This is an optimization exercise on Yosys and OpenROAD, whose aim is small area and few clock cycles per item, not a production implementation. Only simulation tests tie the RTL to the original design; equivalence was not proved.

## flow/design.v

```verilog
module ctl_pid (
    input  wire        clk,
    input  wire        rst,
    input  wire        in_valid,
    output wire        in_ready,
    input  wire        restart,
    input  wire [31:0] y,
    input  wire [31:0] ri,
    input  wire [31:0] u0,
    input  wire        slew_en,
    input  wire [30:0] slew,
    input  wire [23:0] kp,
    input  wire [23:0] ki,
    input  wire [23:0] kd,
    input  wire [23:0] kn,
    input  wire [31:0] lo,
    input  wire [31:0] hi,
    input  wire [31:0] rp_in,
    input  wire [31:0] yp_in,
    input  wire [47:0] d_in,
    input  wire [47:0] i_in,
    input  wire [31:0] u_prev_in,
    input  wire        reinit_in,
    output reg         out_valid,
    output reg  [31:0] u,
    output reg  [31:0] r_out,
    output reg  [47:0] d_out,
    output reg  [47:0] i_out
);
    assign in_ready = 1'b1;
    wire signed [31:0] ys  = y;
    wire signed [31:0] ris = ri;
    wire signed [31:0] los = lo;
    wire signed [31:0] his = hi;
    wire signed [31:0] rp = restart ? ys : $signed(rp_in);
    wire signed [47:0] d0 = restart ? 48'sd0 : $signed(d_in);
    wire signed [31:0] u0s = u0;
    wire signed [31:0] u0c = (u0s < los) ? los : (u0s > his) ? his : u0s;
    wire signed [31:0] up  = restart ? u0c : $signed(u_prev_in);
    wire signed [32:0] rhi = rp + $signed({2'b00, slew});
    wire signed [32:0] rlo = rp - $signed({2'b00, slew});
    wire signed [31:0] r = !slew_en ? ris :
                           (ris > rhi) ? rhi[31:0] :
                           (ris < rlo) ? rlo[31:0] : ris;
    wire signed [32:0] ew  = r - ys;
    wire signed [31:0] e   = (ew > 33'sd2147483647) ? 32'sh7FFFFFFF :
                             (ew < -33'sd2147483648) ? 32'sh80000000 : ew[31:0];
    wire signed [32:0] dyw = restart ? 33'sd0 : ys - $signed(yp_in);
    wire signed [31:0] dy  = (dyw > 33'sd2147483647) ? 32'sh7FFFFFFF :
                             (dyw < -33'sd2147483648) ? 32'sh80000000 : dyw[31:0];
    wire signed [23:0] kns = kn;
    wire        [16:0] knc = kns[23] ? 17'd0 : (kns > 24'sh010000) ? 17'h10000 : kn[16:0];
    wire [24:0] kdx = {kd, 1'b0};
    wire [32:0] dyx = {dy[31], dy};
    reg  [55:0] kdy_s, rowd, negd;
    reg  [32:0] seld;
    reg  [2:0]  td;
    integer     j;
    always @* begin
        negd = 56'd0;
        kdy_s = 56'd0;
        for (j = 0; j < 12; j = j + 1) begin
            td = kdx[2*j +: 3];
            seld = ({33{td[0] ^ td[1]}} & dyx) | ({33{(td == 3'b011) | (td == 3'b100)}} & {dyx[31:0], 1'b0});
            seld = seld ^ {33{~td[2]}};
            negd[2*j] = ~td[2];
            rowd = {23'd0, ~seld[32], seld[31:0]} << (2*j);
            kdy_s = kdy_s + rowd;
        end
    end
    localparam [55:0] BOFF = -(56'h555555 << 32);
    wire signed [55:0] gw   = kdy_s + negd + BOFF;
    wire               g_hi = (gw > 56'sd140737488355327);
    wire               g_lo = (gw < -56'sd140737488355328);
    wire        [55:0] gdw  = kdy_s + negd + BOFF - {{8{d0[47]}}, d0};
    wire signed [48:0] gd_n = gdw[48:0];
    wire signed [48:0] gd_h = 49'sd140737488355327 - d0;
    wire signed [48:0] gd_l = -49'sd140737488355328 - d0;
    wire signed [48:0] gd   = g_hi ? gd_h : g_lo ? gd_l : gd_n;
    reg               vb, reinitb;
    reg signed [31:0] eb, rb, upb, lob, hib;
    reg        [23:0] kpb, kib;
    reg signed [48:0] gdb;
    reg signed [47:0] d0b, ib;
    reg        [16:0] knb;
    always @(posedge clk) begin
        if (rst) vb <= 1'b0;
        else     vb <= in_valid;
        reinitb <= restart | reinit_in;
        eb <= e;   rb <= r;   upb <= up;  lob <= los;  hib <= his;
        kpb <= kp; kib <= ki; gdb <= gd;  d0b <= d0;   ib <= i_in;
        knb <= knc;
    end
    wire [24:0] kpx = {kpb, 1'b0};
    wire [24:0] kix = {kib, 1'b0};
    wire [32:0] ex  = {eb[31], eb};
    reg  [55:0] kpe_s, kie_s, rowp, rowi, negp, negi;
    reg  [32:0] selp, seli;
    reg  [2:0]  tp, ti;
    integer     k;
    always @* begin
        negp = 56'd0; negi = 56'd0;
        kpe_s = 56'd0; kie_s = 56'd0;
        for (k = 0; k < 12; k = k + 1) begin
            tp = kpx[2*k +: 3];
            ti = kix[2*k +: 3];
            selp = ({33{tp[0] ^ tp[1]}} & ex) | ({33{(tp == 3'b011) | (tp == 3'b100)}} & {ex[31:0], 1'b0});
            seli = ({33{ti[0] ^ ti[1]}} & ex) | ({33{(ti == 3'b011) | (ti == 3'b100)}} & {ex[31:0], 1'b0});
            selp = selp ^ {33{tp[2]}};
            seli = seli ^ {33{ti[2]}};
            negp[2*k] = tp[2];
            negi[2*k] = ti[2];
            rowp = {23'd0, ~selp[32], selp[31:0]} << (2*k);
            rowi = {23'd0, ~seli[32], seli[31:0]} << (2*k);
            kpe_s = kpe_s + rowp;
            kie_s = kie_s + rowi;
        end
    end
    wire        kpe_neg = (|kpb) & (|eb) & (kpb[23] ^ eb[31]);
    wire [55:0] kpr = kpe_s + negp + BOFF + 56'h7FFF + {55'd0, ~kpe_neg};
    wire signed [55:0] kie = kie_s + negi + BOFF;
    wire signed [39:0] pr = kpr[55:16];
    wire signed [31:0] p  = (pr > 40'sd2147483647) ? 32'sh7FFFFFFF :
                            (pr < -40'sd2147483648) ? 32'sh80000000 : pr[31:0];
    wire [17:0] knx = {knb, 1'b0};
    wire [49:0] gdx = {gdb[48], gdb};
    wire        fneg = (|knb) & gdb[48];
    reg  [63:0] f_s, f_neg, rowf;
    reg  [49:0] self;
    reg  [2:0]  tf;
    integer     m;
    always @* begin
        f_s = 64'd0; f_neg = 64'd0;
        for (m = 0; m < 9; m = m + 1) begin
            tf = (m == 8) ? {1'b0, knx[17:16]} : knx[2*m +: 3];
            self = ({50{tf[0] ^ tf[1]}} & gdx) | ({50{(tf == 3'b011) | (tf == 3'b100)}} & {gdx[48:0], 1'b0});
            self = self ^ {50{tf[2]}};
            f_neg[2*m] = tf[2];
            rowf = {13'd0, ~self[49], self[48:0]} << (2*m);
            f_s = f_s + rowf;
        end
    end
    localparam [63:0] FOFF = -(64'h15555 << 49);
    wire [63:0] fsum = f_s + f_neg + FOFF + {d0b, 16'd0} + 64'h7FFF + {63'd0, ~fneg};
    wire signed [47:0] dn = fsum[63:16];
    wire signed [49:0] iw = $signed({upb, 16'd0}) - $signed({p, 16'd0}) - dn;
    wire signed [47:0] ir = (iw > 50'sd140737488355327) ? 48'sh7FFFFFFFFFFF :
                            (iw < -50'sd140737488355328) ? 48'sh800000000000 : iw[47:0];
    wire signed [47:0] i1 = reinitb ? ir : ib;
    wire signed [56:0] icw = i1 + kie;
    wire signed [47:0] ic  = (icw > 57'sd140737488355327) ? 48'sh7FFFFFFFFFFF :
                             (icw < -57'sd140737488355328) ? 48'sh800000000000 : icw[47:0];
    reg               vc;
    reg signed [47:0] icc, i1c, dnc;
    reg signed [31:0] pc, rc, loc, hic;
    always @(posedge clk) begin
        if (rst) vc <= 1'b0;
        else     vc <= vb;
        icc <= ic;  i1c <= i1;  dnc <= dn;
        pc <= p;    rc <= rb;   loc <= lob;  hic <= hib;
    end
    wire signed [48:0] icd = icc + dnc;
    wire               qc  = icd[15] & ((|icd[14:0]) | ~icd[48]);
    wire signed [33:0] vw  = pc + $signed(icd[48:16]) + $signed({1'b0, qc});
    wire signed [31:0] v   = (vw > 34'sd2147483647) ? 32'sh7FFFFFFF :
                             (vw < -34'sd2147483648) ? 32'sh80000000 : vw[31:0];
    wire               inlim = (v > loc) && (v < hic);
    always @* begin
        out_valid = vc;
        u     = (v < loc) ? loc : (v > hic) ? hic : v;
        r_out = rc;
        d_out = dnc;
        i_out = inlim ? icc : i1c;
    end
endmodule
```

## flow/run.sh

```bash
#!/bin/bash
# synth_recipe.tcl (not shown) runs the flow's synth.tcl, then flattens the netlist and writes it again
# the make line also repeats each setting of config.mk as NAME=value (left out here)
make -C /OpenROAD-flow-scripts/flow DESIGN_CONFIG=/design/flow/config.mk WORK_HOME=/design/flow/orfs CLKGATE_MAP_FILE= SYNTH_SCRIPT=/design/flow/synth_recipe.tcl finish
```

## flow/config.mk

```make
export PLATFORM = sky130hd
export DESIGN_NAME = ctl_pid
export DESIGN_NICKNAME = ctl_pid
export VERILOG_FILES = /design/flow/design.v
export SDC_FILE = /design/flow/constraint.sdc
export NUM_CORES = 4
export LEC_CHECK = 0
export CAP_MARGIN = 20
export CORE_MARGIN = 2
export CORE_UTILIZATION = 40
export SLEW_MARGIN = 20
```

## flow/constraint.sdc

```tcl
create_clock -name core_clock -period 20.0 [get_ports {clk}]
set_input_delay 4.0000 -clock core_clock [delete_from_list [all_inputs] [get_ports {clk}]]
set_output_delay 4.0000 -clock core_clock [all_outputs]
set_load 0.01 [all_outputs]
```

==> results.txt, run 1 <==
STA:
- The number of slew-limit violations in the final report was 0.
- The worst clock skew on the final layout is 0.09090 ns.
- Timing would allow up to 0.05287 GHz.
- The total negative slack is 0 ns.
- The worst path in the final design needs a cycle of 18.91 ns, including I/O delays and setup.
- In this run the tightest slew margin relative to its limit is 0.2558.
- The transition time of the tightest slew-check pin is 1.106 ns.
- The tightest hold path in the finished design has a slack of 0.3001 ns.
- The number of endpoints failing setup at the final stage is 0.
- The count of endpoints failing hold in the final timing report is 0.
- The slack of the critical path is 1.087 ns.
- Setup repair after global routing left no endpoint under its margin.
- The final clock period utilization by the worst path is 0.9457.

Run status:
- The run finished with no timing, DRC or antenna violations.

Setup path:
- The worst register-to-register path has a depth of 65.
- For the worst setup path, the data arrival time is 14.91 ns.
- The type of element launching the critical path is a flop.
- The worst setup path endpoint is u[28].
- The highest cell delay on the worst timing path is 0.63 ns.
- The kind of end point of the critical path is a primary output.
- The timing startpoint of the critical path is dnc[0].
- The category of the most critical setup path is flop to primary output.
- The startpoint of the most critical register-to-register path is knb[3].
- The maximum fanout along the worst path is 17.
- The slowest stage of the critical path is the sky130_fd_sc_hd__clkdlybuf4s50_1 cell.
- In this run the critical register-to-register path is captured at icc[28].
- The required time of the worst setup path is 16.00 ns.
- The worst register-to-register path has a setup slack of 1.10 ns.

Yosys:
- The mapped netlist covers 121,800 um2.
- Of the post-synthesis cell area, the dominant cell type holds 0.2131.
- Yosys mapped a number of flops with a built-in enable equal to 0.
- The synthesized netlist net count is 17,268.
- The number of synthesized register bits is 645.
- The number of different library cells in the post-synthesis netlist is 106.
- Sorting the synthesized cells by how often they occur yields 1,743 x sky130_fd_sc_hd__inv_1, 1,547 x sky130_fd_sc_hd__xnor2_1, 1,299 x sky130_fd_sc_hd__ha_1.
- The cell count after synthesis came out at 14,187.
- sky130_fd_sc_hd__fa_1 takes more of the synthesized area than any other cell.
- The top flip-flop cell by instance count after synthesis is sky130_fd_sc_hd__dfxtp_1.
- The average size of a mapped cell is 8.587 um2.
- For this run, the number of Yosys warnings is 1.
- Counting flops with an async set or reset pin after synthesis yields a share of 0.
- The proportion of synthesized chip area in sequential cells is 0.1060.
- By area the synthesized netlist is led by sky130_fd_sc_hd__fa_1 21%, sky130_fd_sc_hd__ha_1 13%, sky130_fd_sc_hd__xnor2_1 11%.
- The most repeated cell in the gate-level netlist after synthesis is sky130_fd_sc_hd__inv_1.

CTS:
- For this design, the CTS-stage hold fixing added 0 buffers.
- The number of buffers created by CTS is 90.
- The clock transition at the register clock pins on the worst setup and hold paths after CTS is 0.06 ns.
- The maximum clock path buffer count is 4.
- TritonCTS built the clock tree.
- The count of clock tree sinks is 645.
- The total number of H-tree levels is 3.
- The clock root buffer is sky130_fd_sc_hd__clkbuf_16.
- The clock latency of the later-clocked register in the worst-skew pair is 0.87 ns.

Die:
- The effective utilization at floorplan is 0.4020.
- 647 I/O pins were placed.
- The die height is 555.9 um.
- The area of the die is 309,000 um2.
- The floorplan step defined a core boundary enclosing 303,000 um2.
- In this run the horizontal extent of the chip is 555.9 um.
- The number of core rows is 202.

Place:
- Before CTS, the worst setup slack after placement is 0.9202 ns.
- The HPWL reported at the end of detailed placement is 374,500 um.
- During placement, the flow inserted port buffers numbering 645.
- The final estimated routing congestion in global placement is 0.9856.
- The post-placement cell count is 18,066.
- Once placement finished, the instance area stood at 132,100 um2.

Route:
- The number of iterations in the first detailed-routing pass is 7.
- The post-route antenna net violation count is 0.
- Summed over all layers, the routed wires come to 483,400 um.
- The via density per instance is 5.953.
- The detailed-route wire length per cell is 26.48 um.
- For this block, the initial DRC count from the detailed router was 11,780.
- After detailed routing, the number of remaining DRC violations is 0.
- The final route contains 108,684 vias.

Finish:
- The number of standard cells in the final layout excluding fillers is 18,257.
- The finished cells cover 135,400 um2.
- The layout overhead on the synthesized area is 11.12%.
- The filler cell count in the final layout is 29,797.
- The final layout contains 17,268 nets.
- The sequential cell area is 13,010 um2.
- The multi-input logic area is 98,310 um2.
- The fraction of layout cells with a size suffix above 1 is 0.06531.

Global routing:
- The global-route wire length before repair is 706,300 um.
- The via count of the first global-routing pass is 104,347.
- The largest net degree at the start of global routing is 51.
- The overall track demand over capacity in global routing is 0.3029.
- The initial antenna violation count is 51.
- The remaining global-route overflow is 0.

Hold path:
- The class of the tightest hold or removal check is flop to flop.

Run:
- The number of max-cap violations is 0.
-- cell families (layout without fill, tap and decap cells) --
kind of cell,after synthesis,after routing,synth area share
flip-flops,645,645,0.1060
other,1,24,0.00003078
AND/OR/NAND/NOR,2053,2054,0.08259
adder cells (fa/ha/maj),2599,2599,0.3468
XOR/XNOR,1856,1856,0.1334
multiplexers,199,199,0.01810
buffers and inverters,2880,2948,0.08948
AO/OA/AOI/OAI,3954,3954,0.2236
-- layout by cell type (no fill, tap or decap), types with 32 or more instances in the layout --
cell type,n
sky130_fd_sc_hd__ha_1,1293
sky130_fd_sc_hd__o21bai_1,63
sky130_fd_sc_hd__xor2_1,307
sky130_fd_sc_hd__dfxtp_1,599
sky130_fd_sc_hd__nand4_1,86
sky130_fd_sc_hd__xnor2_1,1545
sky130_fd_sc_hd__a31oi_1,96
sky130_fd_sc_hd__nor3_1,176
sky130_fd_sc_hd__nor4_1,51
sky130_fd_sc_hd__inv_1,1741
sky130_fd_sc_hd__a21oi_1,818
sky130_fd_sc_hd__nor2_1,526
sky130_fd_sc_hd__nor2b_1,131
sky130_fd_sc_hd__a221o_1,32
sky130_fd_sc_hd__nand2b_1,165
sky130_fd_sc_hd__buf_4,365
sky130_fd_sc_hd__and3_1,52
sky130_fd_sc_hd__or3_1,69
sky130_fd_sc_hd__o21ai_0,424
sky130_fd_sc_hd__o211ai_1,35
sky130_fd_sc_hd__o22ai_1,81
sky130_fd_sc_hd__nand2_1,497
sky130_fd_sc_hd__a22o_1,149
sky130_fd_sc_hd__a21o_1,293
sky130_fd_sc_hd__a211oi_1,57
sky130_fd_sc_hd__o21a_1,95
sky130_fd_sc_hd__or2_2,39
sky130_fd_sc_hd__a22oi_1,1298
sky130_fd_sc_hd__a21boi_0,33
sky130_fd_sc_hd__and2_1,49
sky130_fd_sc_hd__a221oi_1,142
sky130_fd_sc_hd__mux2_2,170
sky130_fd_sc_hd__nand3_1,142
sky130_fd_sc_hd__clkbuf_16,90
sky130_fd_sc_hd__o31ai_1,45
sky130_fd_sc_hd__fa_1,1297
sky130_fd_sc_hd__clkdlybuf4s50_1,640
-- metal layers --
metal,track usage,part of all wire
met5,0,0.00056
met1,0.4167,0.42
met2,0.4698,0.44
met4,0.1157,0.043
met3,0.05445,0.096
-- critical path, delay by kind of cell (launching register included) --
family	cells	cell delay, ns
buf+inv	5	1.37
mux	1	0.45
flops	1	0.32
fa+ha+maj	4	0.99
simple gates	15	1.96
compound gates	44	8.92
-- timing repair --
item | in CTS | in global routing
pin swaps | 0 | 6
endpoints found under the setup margin | 2 | 80
buffers inserted | 0 | 6
gates resized for setup | 1 | 22
cloned | 0 | 1
-- through the flow --
stage                       util
final                     0.4467
after floorplan                -
after global routing      0.4466
after detailed placement  0.4359
after global placement    0.4359
after CTS                 0.4461
-- cell type report --
class	instances	share of cell area
clock buffer	106	0.01774
tap	3978	0.03677
inverter	1770	0.04908
sequential	645	0.09610
multi-input combinational	10663	0.7262
clock inverter	55	0.004972
antenna	23	0.0004251
timing repair buffer	1017	0.06876
-- worst min-delay path by stage --
stage | startpoint | endpoint | slack (ns) | depth (start not counted)
floorplan | hib[0] | hic[0] | 0.31 | 0
global placement | hib[13] | hic[13] | 0.31 | 0
detailed placement | rb[2] | rc[2] | 0.31 | 0
CTS | lob[30] | loc[30] | 0.29 | 0
global route | lob[30] | loc[30] | 0.29 | 0
finish | lob[30] | loc[30] | 0.30 | 0
-- sequential cells by signal (all words and copies together), names as in the netlist, 24 cells and up --
name / count
i1c: 48
pc: 32
kib: 24
upb: 32
rc: 32
rb: 32
eb: 32
icc: 48
hib: 32
d0b: 48
hic: 32
gdb: 49
loc: 32
ib: 48
dnc: 48
lob: 32
kpb: 24
Testbench counts, summed over its fixed seeds: cycles 32,016, items 32,000.
==> run 2, diff against run 1 <==
--- a/flow/design.v
+++ b/flow/design.v
@@ -72,8 +72,8 @@
     wire signed [55:0] gw   = kdy_s + negd + BOFF;
     wire               g_hi = (gw > 56'sd140737488355327);
     wire               g_lo = (gw < -56'sd140737488355328);
-    wire        [55:0] gdw  = kdy_s + negd + BOFF - {{8{d0[47]}}, d0};
-    wire signed [48:0] gd_n = gdw[48:0];
+    wire        [48:0] gdw  = gw[48:0] - {d0[47], d0};
+    wire signed [48:0] gd_n = gdw;
     wire signed [48:0] gd_h = 49'sd140737488355327 - d0;
     wire signed [48:0] gd_l = -49'sd140737488355328 - d0;
     wire signed [48:0] gd   = g_hi ? gd_h : g_lo ? gd_l : gd_n;
@@ -147,9 +147,10 @@
     wire signed [47:0] ir = (iw > 50'sd140737488355327) ? 48'sh7FFFFFFFFFFF :
                             (iw < -50'sd140737488355328) ? 48'sh800000000000 : iw[47:0];
     wire signed [47:0] i1 = reinitb ? ir : ib;
-    wire signed [56:0] icw = i1 + kie;
-    wire signed [47:0] ic  = (icw > 57'sd140737488355327) ? 48'sh7FFFFFFFFFFF :
-                             (icw < -57'sd140737488355328) ? 48'sh800000000000 : icw[47:0];
+    wire               kie_big = (kie[55:48] != {8{kie[48]}});
+    wire signed [49:0] icw = i1 + $signed(kie[48:0]);
+    wire signed [47:0] ic  = (kie_big ? !kie[55] : (icw > 50'sd140737488355327)) ? 48'sh7FFFFFFFFFFF :
+                             (kie_big ?  kie[55] : (icw < -50'sd140737488355328)) ? 48'sh800000000000 : icw[47:0];
     reg               vc;
     reg signed [47:0] icc, i1c, dnc;
     reg signed [31:0] pc, rc, loc, hic;
@@ -164,10 +165,12 @@
     wire signed [33:0] vw  = pc + $signed(icd[48:16]) + $signed({1'b0, qc});
     wire signed [31:0] v   = (vw > 34'sd2147483647) ? 32'sh7FFFFFFF :
                              (vw < -34'sd2147483648) ? 32'sh80000000 : vw[31:0];
-    wire               inlim = (v > loc) && (v < hic);
+    wire               v_lt_lo = (v < loc);
+    wire               v_gt_hi = (v > hic);
+    wire               inlim = !v_lt_lo && (v != loc) && !v_gt_hi && (v != hic);
     always @* begin
         out_valid = vc;
-        u     = (v < loc) ? loc : (v > hic) ? hic : v;
+        u     = v_lt_lo ? loc : v_gt_hi ? hic : v;
         r_out = rc;
         d_out = dnc;
         i_out = inlim ? icc : i1c;
--- a/flow/config.mk
+++ b/flow/config.mk
@@ -7,5 +7,6 @@
 export LEC_CHECK = 0
 export CAP_MARGIN = 20
 export CORE_MARGIN = 2
-export CORE_UTILIZATION = 40
+export CORE_UTILIZATION = 55
+export CTS_BUF_LIST = sky130_fd_sc_hd__clkbuf_4 sky130_fd_sc_hd__clkbuf_8
 export SLEW_MARGIN = 20
==> run 2 against run 1 <==
Still clean. Die area shrank 28%. Design area down 2.5%. Via count is essentially flat. Global-route usage grew 9.8 points. Critical endpoint is now gdb[46]. Largest cell class unchanged.
==> results.txt, run 2 <==
Yosys:
- The post-synthesis cell area is 119,700 um2.
- By area the synthesized netlist is led by sky130_fd_sc_hd__fa_1 22%, sky130_fd_sc_hd__ha_1 13%, sky130_fd_sc_hd__xnor2_1 12%.
- The synthesized design spends more area on one cell type than any other, namely sky130_fd_sc_hd__fa_1.
- Synthesis inferred 645 register bits.
- Of the total synthesized cell area, the portion taken by AND, OR, NAND and NOR gates is 0.07307.
- The commonest cells after synthesis are 1,696 x sky130_fd_sc_hd__inv_1, 1,668 x sky130_fd_sc_hd__xnor2_1, 1,428 x sky130_fd_sc_hd__a22oi_1.
- The fraction of the mapped netlist area in compound gates came to 0.2125.
- The most repeated cell in the gate-level netlist after synthesis is sky130_fd_sc_hd__inv_1.
- The number of enable-type register cells in the synthesized netlist is 0.
- Of the total synthesized cell area, the portion taken by XOR and XNOR cells is 0.1460.
- In the synthesized netlist the async set-or-reset flop fraction comes to 0.
- In this run the mean area of a mapped cell was 8.716 um2.
- After synthesis, the netlist uses 103 different library cells.
- When the netlist entered floorplanning its net count stood at 16,811.
- The adder-cell share of the synthesized area is 0.3519.
- For this run, the leading register cell type out of synthesis is sky130_fd_sc_hd__dfxtp_1.
- The number of warning messages in the yosys log is 1.
- The proportion of synthesized chip area in sequential cells is 0.1078.
- The portion of synthesized cell area occupied by the leading cell type is 0.2168.
- The number of instances in the synthesized netlist is 13,738.
- The mux cell area share after synthesis is 0.02005.
- After synthesis, the largest family of logic cells by area is adder cells.

Global routing:
- Across every metal layer, demand over resource in global routing totals 0.4010.
- The via count of the first global-routing pass was 109,964.
- The remaining global-route overflow is 0.
- The initial antenna violation count is 31.
- The global-route wire length before repair is 682,800 um.
- Entering global routing, the biggest net connects 87 pins.

Finish:
- The register bank with the most flops is gdb.
- The leading cell type in the layout, fill and taps excluded is sky130_fd_sc_hd__inv_1.
- The top cell types in the final layout, fill and taps aside, are 1,695 x sky130_fd_sc_hd__inv_1, 1,667 x sky130_fd_sc_hd__xnor2_1, 1,428 x sky130_fd_sc_hd__a22oi_1, 1,297 x sky130_fd_sc_hd__fa_1, 1,286 x sky130_fd_sc_hd__ha_1.
- The filler cell count in the final layout is 18,924.
- Once layout is complete, the utilization of the core stands at 0.6090.
- In the final layout, the multi-input gates occupy 96,500 um2.
- Leaving out filler cells and counting taps, the final layout contains 16,780.
- Of the cells placed in the final design, the portion with a size suffix greater than 1 is 0.07025.
- In the final layout, flip-flops and latches occupy 12,970 um2.
- After the last flow step, the layout net total stands at 16,885.
- After routing the design area is 132,000 um2.
- The flip-flop count of the largest register after layout is 49.
- The layout overhead on the synthesized area is 10.22%.

Die:
- The die boundary width is 470.6 um.
- The initial utilization of the core area, before any placement, comes to 0.5525.
- The area of the core region is 216,700 um2.
- The die height is 470.6 um.
- The top-level port count is 647.
- The initialized floorplan defines 171 standard-cell rows.
- The area of the die is 221,500 um2.

Hold path:
- The worst hold path was traced through 0 stages.
- The class of the tightest hold or removal check is flop to flop.

Route:
- After detailed routing, the number of vias per cell comes to 6.477.
- Dividing the detail-routed wire length by the instance count gives 27.32 um.
- The number of iterations in the first detailed-routing pass is 7.
- For this block, the initial DRC count from the detailed router was 11,733.
- The post-route DRC violation count is 0.
- The detail route stage leaves a number of antenna-violating nets equal to 0.
- The total routed wirelength is 458,500 um.
- The via count of the routed design is 108,679.

Run:
- Across the run, the number of max-cap violations was 0.

CTS:
- For this design, the sink count on the clock tree is 645.
- The clock latency of the later-clocked register in the worst-skew pair is 0.98 ns.
- The clock root buffer is sky130_fd_sc_hd__clkbuf_8.
- The number of buffers created by CTS is 116.
- The CTS tree is done.
- The maximum clock path buffer count is 3.
- The clock tree synthesis step divided the H-tree into 3 levels.
- After clock tree synthesis, the clock-pin slew on the worst setup and hold paths is 0.07 ns.
- Hold repair after CTS inserted 0 buffers.

Run status:
- The flow ran to the end and the layout has no timing, DRC or antenna violations.

STA:
- Timing would allow up to 0.05266 GHz.
- The count of endpoints failing hold in the final timing report is 0.
- The number of endpoints failing setup at the final stage is 0.
- Final hold analysis gives a worst-case slack of 0.2933 ns.
- The smallest clock period supported by the final layout is computed as 18.99 ns.
- The transition time of the tightest slew-check pin is 1.212 ns.
- The number of slew-limit violations in the final report is 0.
- The slack of the critical path is 1.009 ns.
- The final clock period utilization by the worst path is 0.9495.
- In this run the tightest slew margin relative to its limit is 0.1891.
- The worst clock skew on the final layout is 0.1334 ns.

Setup path:
- The worst setup path is captured at a flop.
- The highest cell delay on the worst timing path is 0.89 ns.
- STA puts the critical path data required time at 20.77 ns.
- The type of element launching the critical path is an input pin.
- The signal arrival time at the worst endpoint is 19.76 ns.
- Counting stages on the worst path, the most repeated cell is sky130_fd_sc_hd__o21ai_0.
- The slowest stage of the critical path is the sky130_fd_sc_hd__o311ai_0 cell.
- In this run the worst path has a maximum fanout of 23.
- The worst setup path is of the input pin to flop kind.
- Counting cells, the worst reg-to-reg path comes to 68.

Place:
- The congestion estimate from routability-driven global placement came to 0.9931.
- The worst slack at placement is 0.5358 ns.
- In this run the cell area measured after placement is 128,900 um2.
- The count of buffers added on input and output ports is 645.
- The HPWL reported at the end of detailed placement is 351,200 um.
- The post-placement cell count is 16,547.
run 2: cell count changes in the layout (fill, tap and decap cells not counted), moves of 92 or more:
cell                       previous run  this run
sky130_fd_sc_hd__a221oi_1           142        17
sky130_fd_sc_hd__clkbuf_8             9       141
sky130_fd_sc_hd__nor2_1             526       434
sky130_fd_sc_hd__a21oi_1            818       608
sky130_fd_sc_hd__a22o_1             149        55
sky130_fd_sc_hd__a22oi_1           1298      1428
sky130_fd_sc_hd__xnor2_1           1545      1667
run 2: worst paths after layout:
| path | slack [ns] | endpoint | startpoint |
|---|---|---|---|
| max reg2reg | 1.24 | icc[26] | kpb[7] |
| min reg2reg | 0.29 | rc[18] | rb[18] |
| min | 0.29 | rc[18] | rb[18] |
| max | 1.01 | gdb[46] | y[1] |
run 2: per-stage QoR:
step | TNS (ns)
after floorplan | 0
after global placement | 0
after detailed placement | 0
after CTS | 0
after global routing | -0.1519
final | 0
run 2: cell families (layout without fill, tap and decap cells):
kind of cell | Yosys count | in the layout
flops | 645 | 645
buf+inv | 2800 | 2969
fa+ha+maj | 2590 | 2590
simple gates | 1800 | 1800
mux | 220 | 220
xor+xnor | 1996 | 1996
other cells | 1 | 20
compound gates | 3686 | 3686
run 2: area by class of cell:
type,count,area share
well taps,2854,0.02706
clock buffers,167,0.01618
inverters,1729,0.04922
multi-input cells,10293,0.7312
diodes,19,0.0003602
flip-flops and latches,645,0.09828
clock inverters,46,0.006399
repair buffers,1027,0.07135
run 2: timing repair:
item,4_1_cts,5_1_grt
resized for setup,0,13
buffers inserted,0,1
hold endpoints to repair,0,0
setup endpoints to repair,0,80
run 2: worst max-delay path, delay by kind of cell:
family,cells,cell delay (ns)
simple gates,10,1.89
buf+inv,5,1.59
fa+ha+maj,8,3.35
xor+xnor,3,0.79
compound gates,32,8.08
run 2: routing by layer:
layer	wire length, um	track usage	vias up	share of wire
met2	204600	0.6317	6820	0.45
met4	28800	0.2201	14	0.063
met3	48910	0.08792	1575	0.11
met5	109	0.001514	-	0.00024
li1	-	-	47157	-
met1	176100	0.5109	53113	0.38
Testbench counts of run 2, summed over its fixed seeds: cycles 32,016, items 32,000.
==> run 3, diff against run 2 <==
==> flow/flow/run.sh (new file) <==
#!/bin/bash
# Own layout flow: the standard synthesis and layout, with two changes
# between them and in them:
#  - after synthesis, flow/polopt.py re-picks the polarity of full adders and
#    XOR gates so that fewer inverters are needed (same registers, same
#    function; see the script);
#  - port buffering uses the smallest buffer, sky130_fd_sc_hd__buf_1.
# Each step's full output goes to a log file of its own in this folder.
set -euo pipefail
R=orfs/results/${FLOW_PLATFORM}/ctl_pid/base

bash standard.sh synth > std_synth.log 2>&1

cp "$R/1_2_yosys.v" 1_2_yosys.std.v
python3 flow/polopt.py 1_2_yosys.std.v 1_2_yosys.polopt.v > polopt.log 2>&1
cp 1_2_yosys.polopt.v "$R/1_2_yosys.v"
rm -f "$R/1_synth.odb" "$R/1_synth.sdc"

export BUFFER_PORTS_ARGS="-buffer_cell sky130_fd_sc_hd__buf_1"
bash standard.sh finish > std_finish.log 2>&1
rm -f 1_2_yosys.std.v 1_2_yosys.polopt.v
==> flow/flow/polopt.py (new file) <==
#!/usr/bin/env python3
"""Inverter polarity optimisation of a flat sky130hd gate netlist written by Yosys.

Full adders are self-dual (complementing all three inputs complements both
outputs) and XOR/XNOR gates only change type when an input or the output is
complemented. This pass removes the netlist's inverters, picks for each full
adder and XOR gate the polarity that needs the fewest inverters, and puts back
one inverter per net that still needs its complement. Registers, ports and all
other cells are untouched.

usage: polopt.py IN.v OUT.v
"""
import re
import sys
from collections import defaultdict

INV = re.compile(r"^sky130_fd_sc_hd__(inv|clkinv)_\d+$")
FA = re.compile(r"^sky130_fd_sc_hd__fa_\d+$")
XOR = re.compile(r"^sky130_fd_sc_hd__(xor2|xnor2)_(\d+)$")
OUT_PINS = {"X", "Y", "Q", "Q_N", "SUM", "COUT", "HI", "LO", "GCLK"}

CELL = re.compile(r"^\s*(sky130_fd_sc_hd__\w+)\s+(\S+)\s*\((.*?)\);", re.S | re.M)
PIN = re.compile(r"\.(\w+)\(\s*([^()]*?)\s*\)")


def main(src, dst):
    text = open(src).read()
    mstart = text.index("module ")
    body_start = text.index(";", mstart) + 1
    end = text.rindex("endmodule")
    header = text[:body_start]
    body = text[body_start:end]
    if re.search(r"^\s*assign\b", body, re.M):
        raise SystemExit("netlist has assign statements; not handled")

    # declarations (input/output/wire lines) are kept as they are
    decls = []
    for line in body.splitlines():
        s = line.strip()
        if s.startswith(("input ", "output ", "wire ", "inout ")):
            decls.append(line)
    outputs = set()
    for line in decls:
        m = re.match(r"\s*output\s+(\[(\d+):(\d+)\]\s+)?(\S+);", line)
        if m:
            name = m.group(4)
            if m.group(1):
                hi, lo = int(m.group(2)), int(m.group(3))
                for i in range(min(hi, lo), max(hi, lo) + 1):
                    outputs.add(f"{name}[{i}]")
            else:
                outputs.add(name)

    cells = []
    for m in CELL.finditer(body):
        typ, name, pins = m.group(1), m.group(2), m.group(3)
        pm = [(p, n) for p, n in PIN.findall(pins)]
        cells.append([typ, name, pm])
    ncell_text = len(re.findall(r"^\s*sky130_fd_sc_hd__", body, re.M))
    if ncell_text != len(cells):
        raise SystemExit(f"parsed {len(cells)} cells of {ncell_text}")

    def norm(n):
        return n.replace(" ", "")

    driver = {}
    for ci, (typ, name, pm) in enumerate(cells):
        for p, n in pm:
            if p in OUT_PINS:
                driver[norm(n)] = (ci, p)

    # inverters whose output is a port stay as ordinary cells
    is_inv = [bool(INV.match(c[0])) and norm(dict(c[2])["Y"]) not in outputs for c in cells]

    def resolve(n):
        par = 0
        seen = 0
        while True:
            d = driver.get(n)
            if d is None or not is_inv[d[0]]:
                return n, par
            n = norm(dict(cells[d[0]][2])["A"])
            par ^= 1
            seen += 1
            if seen > 1000:
                raise SystemExit("inverter loop")

    # variables: FA polarity and XOR output polarity, one per cell
    var_of_cell = {}
    nvar = 0
    kind = []
    for ci, c in enumerate(cells):
        if FA.match(c[0]) or XOR.match(c[0]):
            var_of_cell[ci] = nvar
            kind.append("fa" if FA.match(c[0]) else "xor")
            nvar += 1

    # per root: availability variable (or None), and consumers
    # consumer entry: (q, var) needs physical polarity q ^ p[var] (var None -> q);
    # XOR inputs are flexible and need nothing.
    cons = defaultdict(list)
    root_var = {}
    pin_root = {}  # (ci, pin) -> (root, parity)
    for ci, (typ, name, pm) in enumerate(cells):
        if is_inv[ci]:
            continue
        v = var_of_cell.get(ci)
        for p, n in pm:
            n = norm(n)
            if p in OUT_PINS:
                if v is not None:
                    root_var[n] = v
                continue
            if n.startswith("1'") or n == "":
                pin_root[(ci, p)] = (n, 0)
                continue
            r, par = resolve(n)
            pin_root[(ci, p)] = (r, par)
            if v is not None and kind[v] == "xor":
                cons[r].append((par, None, True))
            elif v is not None:
                cons[r].append((par, v, False))
            else:
                cons[r].append((par, None, False))
    # output ports read their net directly
    for o in outputs:
        r, par = resolve(o)
        if r != o:
            raise SystemExit(f"port {o} driven through removable inverter")
        cons[r].append((0, None, False))

    forced = set()
    for r in root_var:
        if r in outputs:
            forced.add(root_var[r])

    p = [0] * nvar
    roots_of_var = defaultdict(set)
    for r, lst in cons.items():
        for q, v, flex in lst:
            if v is not None:
                roots_of_var[v].add(r)
    for r, v in root_var.items():
        roots_of_var[v].add(r)

    def cost(r):
        a = p[root_var[r]] if r in root_var else 0
        for q, v, flex in cons.get(r, ()):
            if flex:
                continue
            need = q ^ (p[v] if v is not None else 0)
            if need != a:
                return 1
        return 0

    total = sum(cost(r) for r in cons)
    orig_inv = sum(1 for x in is_inv if x)
    print(f"cells {len(cells)}, removable inverters {orig_inv}, vars {nvar}, start cost {total}")
    for it in range(20):
        improved = 0
        for v in range(nvar):
            if v in forced:
                continue
            rs = roots_of_var[v]
            before = sum(cost(r) for r in rs)
            p[v] ^= 1
            after = sum(cost(r) for r in rs)
            if after < before or (after == before and it % 2 == 1 and False):
                total += after - before
                improved += 1
            else:
                p[v] ^= 1
        print(f"pass {it}: cost {total}, flips {improved}")
        if not improved:
            break

    # rewrite
    new_cells = []
    inv_net = {}
    inv_cells = []
    counter = [0]

    def phys(r, need):
        a = p[root_var[r]] if r in root_var else 0
        if need == a:
            return r
        if r not in inv_net:
            counter[0] += 1
            nn = f"_polinv_{counter[0]}_"
            inv_net[r] = nn
            inv_cells.append((f"_polinvc_{counter[0]}_", r, nn))
        return inv_net[r]

    for ci, (typ, name, pm) in enumerate(cells):
        if is_inv[ci]:
            continue
        v = var_of_cell.get(ci)
        newpm = []
        xflip = 0
        for pn, n in pm:
            nn = norm(n)
            if pn in OUT_PINS:
                newpm.append((pn, nn))
                continue
            r, par = pin_root[(ci, pn)]
            if nn.startswith("1'") or nn == "":
                newpm.append((pn, n))
                continue
            if v is not None and kind[v] == "xor":
                a = p[root_var[r]] if r in root_var else 0
                # use what is there; remember the complement it adds
                if r in inv_net and False:
                    pass
                newpm.append((pn, r))
                xflip ^= par ^ a
            elif v is not None:
                newpm.append((pn, phys(r, par ^ p[v])))
            else:
                newpm.append((pn, phys(r, par)))
        if v is not None and kind[v] == "xor":
            # the output must carry true ^ p[v]
            xflip ^= p[v]
            if xflip:
                m = XOR.match(typ)
                to_xnor = m.group(1) == 'xor2'
                typ = f"sky130_fd_sc_hd__{'xnor2' if to_xnor else 'xor2'}_{m.group(2)}"
                newpm = [(("Y" if to_xnor else "X") if pn in ("X", "Y") else pn, n) for pn, n in newpm]
        new_cells.append((typ, name, newpm))

    def esc(n):
        return n + " " if n.startswith("\\") else n

    out = [header]
    declared = set()
    for line in decls:
        out.append(line)
    for cname, a, y in inv_cells:
        out.append(f"  wire {y};")
    for typ, name, pm in new_cells:
        pins = ",\n".join(f"    .{pn}({esc(n)})" for pn, n in pm)
        out.append(f"  {typ} {name} (\n{pins}\n  );")
    for cname, a, y in inv_cells:
        out.append(f"  sky130_fd_sc_hd__inv_1 {cname} (\n    .A({esc(a)}),\n    .Y({y})\n  );")
    out.append("endmodule\n")
    open(dst, "w").write("\n".join(out))
    print(f"inverters: {orig_inv} -> {len(inv_cells)}")


if __name__ == "__main__":
    main(sys.argv[1], sys.argv[2])
==> flow/standard.sh (new file) <==
#!/bin/bash
# synth_recipe.tcl (not shown) runs the flow's synth.tcl, then flattens the netlist and writes it again
# the make line also repeats each setting of config.mk as NAME=value (left out here)
make -C /OpenROAD-flow-scripts/flow DESIGN_CONFIG=/design/flow/config.mk WORK_HOME=/design/flow/orfs CLKGATE_MAP_FILE= SYNTH_SCRIPT=/design/flow/synth_recipe.tcl "${@:-finish}"
removed: flow/run.sh
==> run 3 against run 2 <==
Worst setup slack lost 0.32 ns. Utilization shrank 2.0 points. Non-clock buffer count is 96 lower.
==> results.txt, run 3 <==
Run status:
- The run finished with no timing, DRC or antenna violations.

Route:
- The routed length on met1 is 174,200 um.
- After detailed routing, the average wire length per cell comes to 27.99 um.
- The via count of the routed design is 106,234.
- The post-route DRC violation count is 0.
- The total routed wirelength is 452,200 um.
- The detailed route wirelength on metal3 is 46,360 um.
- In this run the top signal layer used is met5.
- Before antenna repair, the detailed router went through 9 iterations.
- In this run the remaining antenna-violating nets after routing total 0.
- In the detailed route, the total length drawn on met2 is 202,600 um.
- For this block, the initial DRC count from the detailed router was 12,518.
- The via density per instance is 6.576.

Finish:
- In the layout the commonest cells are 1,485 x sky130_fd_sc_hd__xnor2_1, 1,428 x sky130_fd_sc_hd__a22oi_1, 1,297 x sky130_fd_sc_hd__fa_1, 1,285 x sky130_fd_sc_hd__ha_1, 1,217 x sky130_fd_sc_hd__inv_1.
- The register with the most flip-flops in the layout has 49 of them.
- The number of nets at the end of the flow is 16,284.
- The fraction of layout cells with a size suffix above 1 is 0.06531.
- The leading cell type in the layout, fill and taps excluded is sky130_fd_sc_hd__xnor2_1.
- The register bank with the most flops is gdb.
- The layout overhead on the synthesized area is 6.287%.
- Fill cells in the final layout number 19,125.

CTS:
- The later pin in the worst-skew pair is clocked with a latency of 0.97 ns.
- TritonCTS built the clock tree.
- Clock tree synthesis inserted a total of 115 buffers.
- Clock-pin slew was measured on the worst setup and hold paths at 0.07 ns.
- Clock tree synthesis selected as its root buffer the cell sky130_fd_sc_hd__clkbuf_8.
- The total number of H-tree levels is 3.
- The longest clock path from root to sink contains 3 buffers.
- CTS saw 645 sinks.

Global routing:
- The via count of the first global-routing pass is 106,176.
- The largest net degree at the start of global routing is 87.
- In the global route stage, overall resource usage came out at 0.4029.
- The initial antenna violation count is 38.
- The remaining global-route overflow is 0.
- The first global-routing pass estimated 669,500 um of wire.

Run:
- The number of max-cap violations is 0.

Setup path:
- The startpoint of the most critical register-to-register path is knb[9].
- At the worst endpoint, the arrival time is 20.14 ns.
- The reg-to-reg setup timing slack is 0.69 ns.
- The path length in cells of the critical path is 64.
- The required time of the worst setup path is 20.83 ns.
- The critical path starts at knb[9].
- In this run the worst path has a maximum fanout of 47.
- The cell with the largest stage delay on the worst path is sky130_fd_sc_hd__dfxtp_1.
- The type of element launching the critical path is a flop.
- The kind of cell with the highest combined delay along the critical path is compound AO/OA/AOI/OAI gates.
- The count of buffer and inverter cells on the critical path is 6.
- The category of the most critical setup path is flop to flop.
- For this run, the slowest stage of the critical path takes 0.77 ns.
- The kind of end point of the critical path is a flop.
- The destination of the worst register-to-register timing path is icc[28].
- The number of cells on the worst reg-to-reg path is 64.
- The critical path ends at icc[28].

Yosys:
- For this run, the number of Yosys warnings is 1.
- Dividing the synthesized area by the synthesized cell count gives 8.906 um2.
- The synthesized netlist occupies a cell area of 117,800 um2.
- The number of instances in the synthesized netlist is 13,233.
- Synthesis produced a netlist with a net count of 16,306.

STA:
- Setup violations remaining at the end of the flow were counted as 0.
- Setup repair after global routing left no endpoint under its margin.
- The count of endpoints failing hold in the final timing report came to 0.
- The relative slew slack is 0.1913.
- The highest clock frequency the design can meet is 0.05178 GHz.
- The worst clock skew on the final layout is 0.1453 ns.
- At the pin with the least slew margin, the transition time is 1.198 ns.
- For the final routed database, the setup TNS stands at 0 ns.
- The number of slew-limit violations in the final report came to 0.
- The post-route minimum period is 19.31 ns.
- The final clock period utilization by the worst path is 0.9657.

Die:
- The die boundary width is 466.9 um.
- The die covers 218,000 um2.
- The effective utilization at floorplan is 0.5546.
- The number of core rows is 169.
- The top-level port count is 647.
- The die height is 466.9 um.
- The core region is 212,500 um2.

Place:
- Detailed placement ended at an HPWL of 345,100 um.
- Buffers placed on the I/O ports in this run total 645.
- Routability-driven placement finished with a final weighted congestion of 1.019.

Hold path:
- The path class of the tightest hold or removal check is flop to flop.
==> run 3: cell types whose count changed in the layout (fill, tap and decap cells not counted), moves of 9 or more <==
cell and change:
sky130_fd_sc_hd__buf_4 -94, sky130_fd_sc_hd__o311ai_0 +11, sky130_fd_sc_hd__xor2_1 +180, sky130_fd_sc_hd__inv_2 -16
sky130_fd_sc_hd__diode_2 +9, sky130_fd_sc_hd__clkdlybuf4s50_1 -640, sky130_fd_sc_hd__xnor2_1 -182, sky130_fd_sc_hd__buf_1 +639
sky130_fd_sc_hd__o311ai_1 -9, sky130_fd_sc_hd__inv_1 -478
==> run 3: area by class of cell <==
class	instances	area, um2	area share
clock inverters	48	768.2	0.006133
flip-flops and latches	645	12990	0.1037
repair buffers	931	4639	0.03704
clock buffers	163	2093	0.01671
inverters	1224	4597	0.03670
well taps	2821	3530	0.02818
diodes	28	70.07	0.0005594
multi-input cells	10294	96570	0.7710
==> run 3: per-stage QoR <==
stage / setup slack (ns) / hold slack (ns) / instance area [um2] / util / instances
final: 0.6858 / 0.3208 / 125300 / 0.5894 / 16154
after global routing: 0.01835 / 0.3232 / 125200 / 0.5893 / 16140
after CTS: 0.1143 / 0.3219 / 125100 / 0.5886 / 16124
after detailed placement: 0.8652 / 0.3121 / 122200 / 0.5750 / 15912
after global placement: 0.8032 / 0.3103 / 122200 / 0.5750 / 15912
after floorplan: 3.511 / 0.3096 / 117800 / - / 13233
==> run 3: how the worst min path moves through the flow <==
stage	startpoint	cells after the start	end	slack [ns]
final	hib[24]	0	hic[24]	0.32
after global routing	rb[18]	0	rc[18]	0.32
after CTS	hib[26]	0	hic[26]	0.32
after detailed placement	hib[8]	0	hic[8]	0.31
after global placement	lob[0]	0	loc[0]	0.31
after floorplan	hib[0]	0	hic[0]	0.31
==> run 3: what timing repair did <==
action	CTS	global route
resized for setup	4	16
hold buffers	0	0
gates cloned	1	0
pin swaps	1	1
buffers inserted	0	2
setup endpoints to repair	73	80
==> run 3: worst reg2reg max path, delay by kind of cell (launching register included) <==
| family | cells | cell delay (ns) |
|---|---|---|
| AO/OA/AOI/OAI | 29 | 8.55 |
| multiplexers | 1 | 0.48 |
| AND/OR/NAND/NOR | 15 | 3.42 |
| buffers and inverters | 6 | 1.36 |
| adder cells (fa/ha/maj) | 10 | 4.15 |
| flip-flops | 1 | 0.77 |
| XOR/XNOR | 3 | 0.47 |
==> run 3: metal layers <==
| layer | track usage | vias up |
|---|---|---|
| li1 | - | 45967 |
| met1 | 0.5147 | 52161 |
| met2 | 0.6319 | 6641 |
| met3 | 0.08387 | 1453 |
| met4 | 0.2302 | 12 |
| met5 | 0 | - |
==> run 4, diff against run 3 <==
--- a/flow/design.v
+++ b/flow/design.v
@@ -78,17 +78,19 @@
     wire signed [48:0] gd_l = -49'sd140737488355328 - d0;
     wire signed [48:0] gd   = g_hi ? gd_h : g_lo ? gd_l : gd_n;
     reg               vb, reinitb;
-    reg signed [31:0] eb, rb, upb, lob, hib;
+    reg signed [31:0] eb, rb, lob, hib;
     reg        [23:0] kpb, kib;
     reg signed [48:0] gdb;
-    reg signed [47:0] d0b, ib;
+    reg signed [47:0] d0b;
+    reg signed [47:0] zb;         
     reg        [16:0] knb;
     always @(posedge clk) begin
         if (rst) vb <= 1'b0;
         else     vb <= in_valid;
         reinitb <= restart | reinit_in;
-        eb <= e;   rb <= r;   upb <= up;  lob <= los;  hib <= his;
-        kpb <= kp; kib <= ki; gdb <= gd;  d0b <= d0;   ib <= i_in;
+        eb <= e;   rb <= r;   lob <= los;  hib <= his;
+        kpb <= kp; kib <= ki; gdb <= gd;  d0b <= d0;
+        zb <= (restart | reinit_in) ? {up, 16'd0} : i_in;
         knb <= knc;
     end
     wire [24:0] kpx = {kpb, 1'b0};
@@ -143,10 +145,10 @@
     localparam [63:0] FOFF = -(64'h15555 << 49);
     wire [63:0] fsum = f_s + f_neg + FOFF + {d0b, 16'd0} + 64'h7FFF + {63'd0, ~fneg};
     wire signed [47:0] dn = fsum[63:16];
-    wire signed [49:0] iw = $signed({upb, 16'd0}) - $signed({p, 16'd0}) - dn;
+    wire signed [49:0] iw = zb - $signed({p, 16'd0}) - dn;
     wire signed [47:0] ir = (iw > 50'sd140737488355327) ? 48'sh7FFFFFFFFFFF :
                             (iw < -50'sd140737488355328) ? 48'sh800000000000 : iw[47:0];
-    wire signed [47:0] i1 = reinitb ? ir : ib;
+    wire signed [47:0] i1 = reinitb ? ir : zb;
     wire               kie_big = (kie[55:48] != {8{kie[48]}});
     wire signed [49:0] icw = i1 + $signed(kie[48:0]);
     wire signed [47:0] ic  = (kie_big ? !kie[55] : (icw > 50'sd140737488355327)) ? 48'sh7FFFFFFFFFFF :
@@ -163,14 +165,14 @@
     wire signed [48:0] icd = icc + dnc;
     wire               qc  = icd[15] & ((|icd[14:0]) | ~icd[48]);
     wire signed [33:0] vw  = pc + $signed(icd[48:16]) + $signed({1'b0, qc});
-    wire signed [31:0] v   = (vw > 34'sd2147483647) ? 32'sh7FFFFFFF :
-                             (vw < -34'sd2147483648) ? 32'sh80000000 : vw[31:0];
-    wire               v_lt_lo = (v < loc);
-    wire               v_gt_hi = (v > hic);
-    wire               inlim = !v_lt_lo && (v != loc) && !v_gt_hi && (v != hic);
+    wire signed [33:0] lox = loc;
+    wire signed [33:0] hix = hic;
+    wire               v_lt_lo = (vw < lox);
+    wire               v_gt_hi = (vw > hix);
+    wire               inlim = !v_lt_lo && (vw != lox) && !v_gt_hi && (vw != hix);
     always @* begin
         out_valid = vc;
-        u     = v_lt_lo ? loc : v_gt_hi ? hic : v;
+        u     = v_lt_lo ? loc : v_gt_hi ? hic : vw[31:0];
         r_out = rc;
         d_out = dnc;
         i_out = inlim ? icc : i1c;
==> flow/flow/run.sh (replaced) <==
#!/bin/bash
# Own layout flow: the standard synthesis and layout, with these changes:
#  - after synthesis, flow/polopt.py re-picks the polarity of full adders and
#    XOR gates so that fewer inverters are needed (same registers, same
#    function; see the script);
#  - port buffering uses the smallest buffer, sky130_fd_sc_hd__buf_1;
#  - clock tree synthesis inserts no dummy loads.
# Each step's full output goes to a log file of its own in this folder.
set -euo pipefail
R=orfs/results/${FLOW_PLATFORM}/ctl_pid/base

bash standard.sh synth > std_synth.log 2>&1

cp "$R/1_2_yosys.v" 1_2_yosys.std.v
python3 flow/polopt.py 1_2_yosys.std.v 1_2_yosys.polopt.v > polopt.log 2>&1
cp 1_2_yosys.polopt.v "$R/1_2_yosys.v"
rm -f "$R/1_synth.odb" "$R/1_synth.sdc" 1_2_yosys.std.v 1_2_yosys.polopt.v

export BUFFER_PORTS_ARGS="-buffer_cell sky130_fd_sc_hd__buf_1"
export CTS_ARGS="-sink_clustering_enable -repair_clock_nets -dont_use_dummy_load -buf_list {sky130_fd_sc_hd__clkbuf_4 sky130_fd_sc_hd__clkbuf_8}"
bash standard.sh finish > std_finish.log 2>&1
==> run 4 against run 3 <==
Still clean. Worst hold slack worse by 0.019 ns. Routed wire length down 1.8%. Worst setup slack better by 0.12 ns. Flip-flop and latch count down 32. Synthesized cell count up 1.0%. Sequential share of layout area down 0.39 points. Critical endpoint is now icc[23]. Highest routed layer is now met4.
==> results.txt, run 4 <==
STA:
- Setup violations remaining at the end of the flow were counted as 0.
- The highest clock frequency the design can meet is 0.05209 GHz.
- The transition time of the tightest slew-check pin is 1.338 ns.
- The number of slew-limit violations in the final report was 0.
- Setup repair after global routing left no endpoint under its margin.
- Setup total negative slack on the finished layout was measured at 0 ns.
- The count of endpoints failing hold in the final timing report was 0.
- The final clock period utilization by the worst path is 0.9600.
- The relative slew slack is 0.1015.
- The post-route minimum period is 19.20 ns.
- Clock skew on the completed layout was measured at 0.1670 ns.

Run:
- The number of max-cap violations is 0.

Route:
- In this run the remaining antenna-violating nets after routing total 0.
- Summed over all layers, the routed wires come to 444,200 um.
- For this run, design rule violations remaining after detail routing come to 0.
- The first detailed-routing pass ran for 8 iterations.
- In the routed layout, each cell is associated on average with a via count of 6.526.
- Across all layers, the routed design uses 105,429 vias.
- The DRC marker count from the first detailed-route iteration is 10,956.
- In the final routed layout, each cell accounts on average for 27.49 um.

CTS:
- The clock tree synthesis step divided the H-tree into 3 levels.
- The number of buffers inserted by post-CTS setup repair is 0.
- Clock-pin slew was measured on the worst setup and hold paths at 0.06 ns.
- The maximum clock path buffer count is 3.
- Clock tree synthesis inserted a total of 108 buffers.
- The count of clock tree sinks is 613.
- The CTS tree is done.
- The clock latency of the later-clocked register in the worst-skew pair is 0.91 ns.
- In this run the clock root is driven by a sky130_fd_sc_hd__clkbuf_8.

Global routing:
- The initial antenna violation count is 16.
- The largest net degree at the start of global routing is 80.
- The total overflow left after global routing is 0.
- The via count of the first global-routing pass is 107,513.
- The global-route wire length before repair is 663,700 um.
- The overall track demand over capacity in global routing is 0.3971.

Yosys:
- The post-synthesis cell area is 117,900 um2.
- The synthesized netlist net count is 16,462.
- For this run, the number of Yosys warnings is 1.
- Synthesis handed over a netlist of 13,370 instances.
- The average instance in the mapped netlist occupies 8.817 um2.

Setup path:
- The worst register-to-register path ends at icc[23].
- The category of cells accounting for the largest share of critical-path delay is compound AO/OA/AOI/OAI gates.
- The maximum fanout along the worst path is 47.
- Across all register-to-register paths, the minimum setup slack is 0.80 ns.
- The category of the most critical setup path is flop to flop.
- STA puts the critical path data arrival time at 19.91 ns.
- The dominant cell type by count on the critical path is sky130_fd_sc_hd__a21oi_1.
- The type of element launching the critical path is a flop.
- The required time of the worst setup path is 20.71 ns.
- On the worst path, the slowest cell contributes a delay of 0.75 ns.
- The worst register-to-register path has a depth of 57.
- The startpoint identified for the worst register-to-register timing path is kpb[5].
- The cell with the largest stage delay on the worst path is sky130_fd_sc_hd__a211oi_1.
- STA classifies the critical path endpoint as a flop.
- The count of buffer and inverter cells on the critical path is 6.

Place:
- Detailed placement ended at an HPWL of 333,700 um.
- The final estimated routing congestion in global placement is 1.013.
- Buffers placed on the I/O ports in this run total 645.
- The cell area after placement is 122,000 um2.

Finish:
- The fraction of layout cells with a size suffix above 1 is 0.05372.
- The flip-flop count of the largest register after layout is 49.
- The layout overhead on the synthesized area is 4.830%.
- The multi-input logic area is 97,130 um2.
- The leading cell type in the layout, fill and taps excluded is sky130_fd_sc_hd__xnor2_1.
- More flip-flops sit in one register than any other, and that register is gdb.
- In the final layout, flip-flops and latches occupy 12,330 um2.
- In the layout the commonest cells are 1,486 x sky130_fd_sc_hd__xnor2_1, 1,441 x sky130_fd_sc_hd__a22oi_1, 1,303 x sky130_fd_sc_hd__ha_1, 1,298 x sky130_fd_sc_hd__fa_1, 1,282 x sky130_fd_sc_hd__inv_1.
- The filler cell count in the final layout is 19,234.
- The finished layout cell area is 123,600 um2.
- The net count of the finished layout is 16,422.

Hold path:
- The worst hold path terminates at loc[12].
- The critical hold path startpoint is lob[12].
- In this run the worst hold path is classified as flop to flop.
- The worst hold path passes through 0 cells.

Die:
- The top-level port count is 647.
- The die covers 218,000 um2.
- The total area inside the core boundary comes to 212,500 um2.
- The initialized floorplan defines 169 standard-cell rows.
- The effective utilization at floorplan is 0.5547.
- The die boundary width is 467.0 um.
- The die is 467.0 um tall.

Run status:
- The flow ran to the end and the layout has no timing, DRC or antenna violations.
-- run 4: changes by cell type in the layout (fill, tap and decap cells not counted), sizes merged, moves of 31 or more --
cell / change
a211oi: +75
a21oi: +100
a22o: -37
buf: -47
clkbuf: -54
dfxtp: -32
inv: +58
mux2i: +31
nor2: +62
o2111ai: -34
o21ai: -31
o311ai: -38
-- run 4: repair_timing --
action | in CTS | in global routing
setup endpoints to repair | 0 | 47
hold buffers | 0 | 0
gates resized for setup | 0 | 2
-- run 4: worst max-delay path by stage --
stage	startpoint	endpoint	slack, ns	cells past startpoint
2_1_floorplan	yp_in[1]	gdb[47]	4.37	52
3_3_place_gp	kpb[5]	icc[14]	0.70	56
3_5_place_dp	kpb[5]	icc[45]	0.64	57
4_1_cts	kpb[5]	icc[45]	0.67	57
5_1_grt	kpb[5]	icc[23]	0.006	57
6_report	kpb[5]	icc[23]	0.80	57
-- run 4: final cells by class --
class,count,area share
inverter,1290,0.03922
sequential,613,0.09980
multi-input combinational,10432,0.7860
timing repair buffer,885,0.03426
clock buffer,108,0.01203
tap,2821,0.02856
antenna,7,0.0001418
-- run 4: per-layer routing --
| layer | global-route usage | vias up | part of all wire |
|---|---|---|---|
| li1 | - | 45996 | - |
| met1 | 0.5134 | 51800 | 0.39 |
| met2 | 0.6209 | 6203 | 0.45 |
| met3 | 0.07487 | 1430 | 0.095 |
| met4 | 0.2283 | 0 | 0.064 |
| met5 | 0 | - | 0 |
-- run 4: stage by stage --
stage / std cells / hold WS (ns) / worst slack, ns / util
3_3_place_gp: 16041 / 0.3120 / 0.7038 / 0.5742
4_1_cts: 16149 / 0.2963 / 0.6659 / 0.5813
2_1_floorplan: 13370 / 0.3096 / 4.373 / -
3_5_place_dp: 16041 / 0.3121 / 0.6417 / 0.5743
5_1_grt: 16154 / 0.3033 / 0.005510 / 0.5815
6_report: 16156 / 0.3020 / 0.8010 / 0.5815
Testbench counts of run 4, summed over its fixed seeds: cycles 32,016, items 32,000.
==> run 5, diff against run 4 <==
--- a/flow/flow/run.sh
+++ b/flow/flow/run.sh
@@ -1,5 +1,9 @@
 #!/bin/bash
 # Own layout flow: the standard synthesis and layout, with these changes:
+#  - synthesis maps the logic left after the full and half adders with an
+#    area-oriented ABC script (flow/abc_area.script, through ABC_AREA=1 and a
+#    copy of ORFS's scripts folder); registers are mapped before ABC runs, so
+#    they are the standard synthesis's;
 #  - after synthesis, flow/polopt.py re-picks the polarity of full adders and
 #    XOR gates so that fewer inverters are needed (same registers, same
 #    function; see the script);
@@ -9,7 +13,10 @@
 set -euo pipefail
 R=orfs/results/${FLOW_PLATFORM}/ctl_pid/base
 
-bash standard.sh synth > std_synth.log 2>&1
+rm -rf scripts_abc
+cp -r "$FLOW_HOME/scripts" scripts_abc
+cp flow/abc_area.script scripts_abc/abc_area.script
+SCRIPTS_DIR="$PWD/scripts_abc" ABC_AREA=1 bash standard.sh synth > std_synth.log 2>&1
 
 cp "$R/1_2_yosys.v" 1_2_yosys.std.v
 python3 flow/polopt.py 1_2_yosys.std.v 1_2_yosys.polopt.v > polopt.log 2>&1
@@ -19,3 +26,4 @@
 export BUFFER_PORTS_ARGS="-buffer_cell sky130_fd_sc_hd__buf_1"
 export CTS_ARGS="-sink_clustering_enable -repair_clock_nets -dont_use_dummy_load -buf_list {sky130_fd_sc_hd__clkbuf_4 sky130_fd_sc_hd__clkbuf_8}"
 bash standard.sh finish > std_finish.log 2>&1
+rm -rf scripts_abc
==> flow/flow/abc_area.script (new file) <==
&get -n
&st
&dch
&nf -R 1000 -p
&put
topo
stime -c
dnsize -c
==> run 5 against run 4 <==
Still clean. Via count fell by 1.5%. Synthesized area fell by 6.3%. Register-to-register slack improved by 0.26 ns. Worst setup slack improved by 0.26 ns. Cell count fell by 2.7%. Design area fell by 2.8%. Clock-buffer cell count rose by 1. Maximum frequency rose by 1.4%. Worst hold slack improved by 0.019 ns. Sequential share of layout area rose by 0.31 points. Critical path type unchanged.
==> results.txt, run 5 <==
STA:
- The worst clock skew on the final layout is 0.1764 ns.
- The highest clock frequency the design can meet is 0.05281 GHz.
- The count of endpoints failing hold in the final timing report came to 0.
- The total negative slack is 0 ns.
- Setup violations remaining at the end of the flow were counted as 0.
- The number of slew-limit violations in the final report is 0.
- The worst pin sits at a relative slew slack of 0.1784.
- The final clock period utilization by the worst path is 0.9468.
- Subtracting the final worst setup slack from the clock period gives 18.94 ns.
- The transition time of the tightest slew-check pin is 1.224 ns.

Route:
- In the routed design, unresolved DRC markers number 0.
- The DRC marker count from the first detailed-route iteration is 11,720.
- The first TritonRoute pass finished after 10 iterations.
- After detailed routing, the average wire length per cell comes to 28.11 um.
- The count of nets left with antenna violations once routing finished came out at 0.
- After detailed routing, the total wire length is 441,900 um.
- Using the TritonRoute via totals, the vias-per-cell ratio works out to 6.604.
- The via count of the routed design is 103,828.

Setup path:
- STA puts the critical path data arrival time at 19.68 ns.
- The worst setup path is launched from a flop.
- The dominant cell type by count on the critical path is sky130_fd_sc_hd__fa_1.
- For this design, the slowest cell found on the critical path is sky130_fd_sc_hd__dfxtp_2.
- The kind of end point of the critical path is a flop.
- Along the worst path, the maximum fanout reaches 46.
- The worst register-to-register path ends at icc[3].
- The startpoint identified for the worst register-to-register timing path is kpb[11].
- The reg-to-reg setup timing slack is 1.06 ns.
- The largest single stage delay on the critical path is 0.62 ns.
- The most critical setup path has its startpoint at kpb[11].
- The setup path with the least slack is of type flop to flop.
- The number of cells on the worst reg-to-reg path is 67.
- At the worst endpoint, the required time is 20.75 ns.

CTS:
- The CTS tree is done.
- The number of buffers created by CTS is 109.
- The clock latency of the later-clocked register in the worst-skew pair is 0.91 ns.
- The maximum clock path buffer count is 3.
- The clock net in this run drives a total of 613 sinks.
- Clock-pin slew was measured on the worst setup and hold paths at 0.06 ns.
- The number of buffers inserted for hold repair after clock tree synthesis is 0.
- The total number of H-tree levels is 3.
- The clock root buffer is sky130_fd_sc_hd__clkbuf_8.

Hold path:
- The number of cells on the worst hold path is 0.
- The end of the worst hold path is loc[4].
- The startpoint identified for the worst hold timing path is lob[4].
- In this run the worst hold path is classified as flop to flop.

Global routing:
- For this run the aggregate overflow at the end of global routing stands at 0.
- In the global route stage, overall resource usage came out at 0.4224.
- The largest net degree at the start of global routing is 98.
- The via count of the first global-routing pass is 106,514.
- The global-route wire length before repair is 658,900 um.
- The initial antenna violation count was 34.

Die:
- The initial utilization of the core area, before any placement, comes to 0.5530.
- The die height is 452.1 um.
- The die is 452.1 um wide.
- The area of the core region is 199,700 um2.
- The die covers 204,300 um2.
- The top-level port count is 647.
- The number of core rows is 164.

Finish:
- The leading cell type in the layout, fill and taps excluded is sky130_fd_sc_hd__a22oi_1.
- The layout overhead on the synthesized area is 8.761%.
- Of the cells placed in the final design, the portion with a size suffix greater than 1 is 0.03916.
- The number of nets at the end of the flow is 16,143.
- The finished layout cell area is 120,100 um2.
- Ranked by flip-flop count, first place goes to gdb.
- The register with the most flip-flops in the layout has 49 of them.
- Once layout is complete, the utilization of the core stands at 0.6015.
- The library cells used most frequently in the layout, excluding fill and tap cells, are 1,542 x sky130_fd_sc_hd__a22oi_1, 1,306 x sky130_fd_sc_hd__ha_1, 1,302 x sky130_fd_sc_hd__xor2_1, 1,298 x sky130_fd_sc_hd__fa_1, 1,143 x sky130_fd_sc_hd__inv_1.

Yosys:
- The post-synthesis cell area is 110,400 um2.
- The synthesized netlist net count is 15,119.
- For this run, the number of Yosys warnings is 1.
- The cell count after synthesis came out at 12,027.
- Dividing the synthesized area by the synthesized cell count gives 9.180 um2.

Run:
- The number of max-cap violations is 0.

Place:
- The cell area after placement is 118,400 um2.
- The congestion estimate from routability-driven global placement came to 1.027.
- Buffers placed on the I/O ports in this run total 645.
- The HPWL reported at the end of detailed placement is 335,400 um.

Run status:
- The flow ran to the end and the layout has no timing, DRC or antenna violations.
==> run 5: worst max path at each step <==
stage | end | slack, ns | cells after the start
final | icc[3] | 1.06 | 67
after detailed placement | icc[4] | 0.02 | 67
after global routing | icc[2] | -0.01 | 69
after floorplan | icc[10] | 0.34 | 69
after global placement | icc[4] | -0.31 | 68
after CTS | icc[4] | 0.11 | 67
==> run 5: area by class of cell <==
type / count / area (um2)
Antenna cell: 16 / 40.04
Clock buffer: 109 / 1500
Fill cell: 17711 / 79570
Inverter: 1145 / 4298
Multi-Input combinational cell: 10270 / 94120
Sequential cell: 613 / 12360
Tap cell: 2656 / 3323
Timing Repair Buffer: 912 / 4451
==> run 5: through the flow <==
step | worst slack [ns] | hold slack, ns | instances
final | 1.065 | 0.3209 | 15721
after detailed placement | 0.01670 | 0.3121 | 15590
after CTS | 0.1109 | 0.3220 | 15699
after global placement | -0.3112 | 0.3106 | 15590
after floorplan | 0.3429 | 0.3096 | 12027
after global routing | -0.01051 | 0.3237 | 15713
==> run 5: what timing repair did <==
item / in CTS / in global routing
endpoints found under the setup margin: 0 / 90
endpoints found under the hold margin: 0 / 0
buffers inserted: 0 / 4
gates resized for setup: 0 / 8
==> run 5: metal layers <==
metal / GRT usage / vias to the layer above / routed length [um]
met5: 0 / - / 157
met4: 0.2978 / 22 / 37870
met3: 0.1042 / 1872 / 47580
met2: 0.6696 / 6887 / 198200
met1: 0.5024 / 50341 / 158100
li1: - / 44706 / -
==> run 5: critical path: cells and delay by family, from the launching register on <==
family,cells,cell delay (ns)
flops,1,0.62
buf+inv,7,1.80
mux,1,0.30
simple gates,19,2.72
compound gates,25,7.75
xor+xnor,4,1.08
fa+ha+maj,11,4.59

[static timing again, ports no longer ideal]
The flow's constraints put no driver on any port. The routed layouts listed below were extracted and timed again, unchanged, in two steps.
Step 1 sets driving cells, clkbuf_16 on the clock port and buf_2 on the other inputs (assumed; they add their load-dependent delay and slew).
Step 2 adds t to the input delays and takes it off the output delays; t is the mean of the earliest and latest rising clock arrival at the registers after step 1. Input paths then give back, and output paths get back, about the clock's delay inside the block.
Three values: ideal ports, drivers, drivers and shift; two values: the first two.
run | shift t [ns] | setup WS [ns] | hold WS [ns] | worst slew at a driven data input, ns
run 1 | 0.935 | 1.087 / 0.973 / 0.994 | 0.300 / 0.300 / 0.300 | 0.19
run 2 | 1.010 | 1.009 / 0.952 / 0.038 | 0.293 / 0.293 / 0.293 | 0.15
run 3 | 0.996 | 0.686 / 0.686 / 0.347 | 0.321 / 0.321 / 0.321 | 0.16
run 4 | 0.917 | 0.801 / 0.801 / 0.801 | 0.302 / 0.302 / 0.302 | 0.12
run 5 | 0.926 | 1.065 / 1.065 / 0.736 | 0.321 / 0.321 / 0.321 | 0.17
After both steps every run listed still meets setup and hold. The setup slack of run 2, which loses most, moves by -0.057 ns with the drivers and by -0.971 ns with both steps.
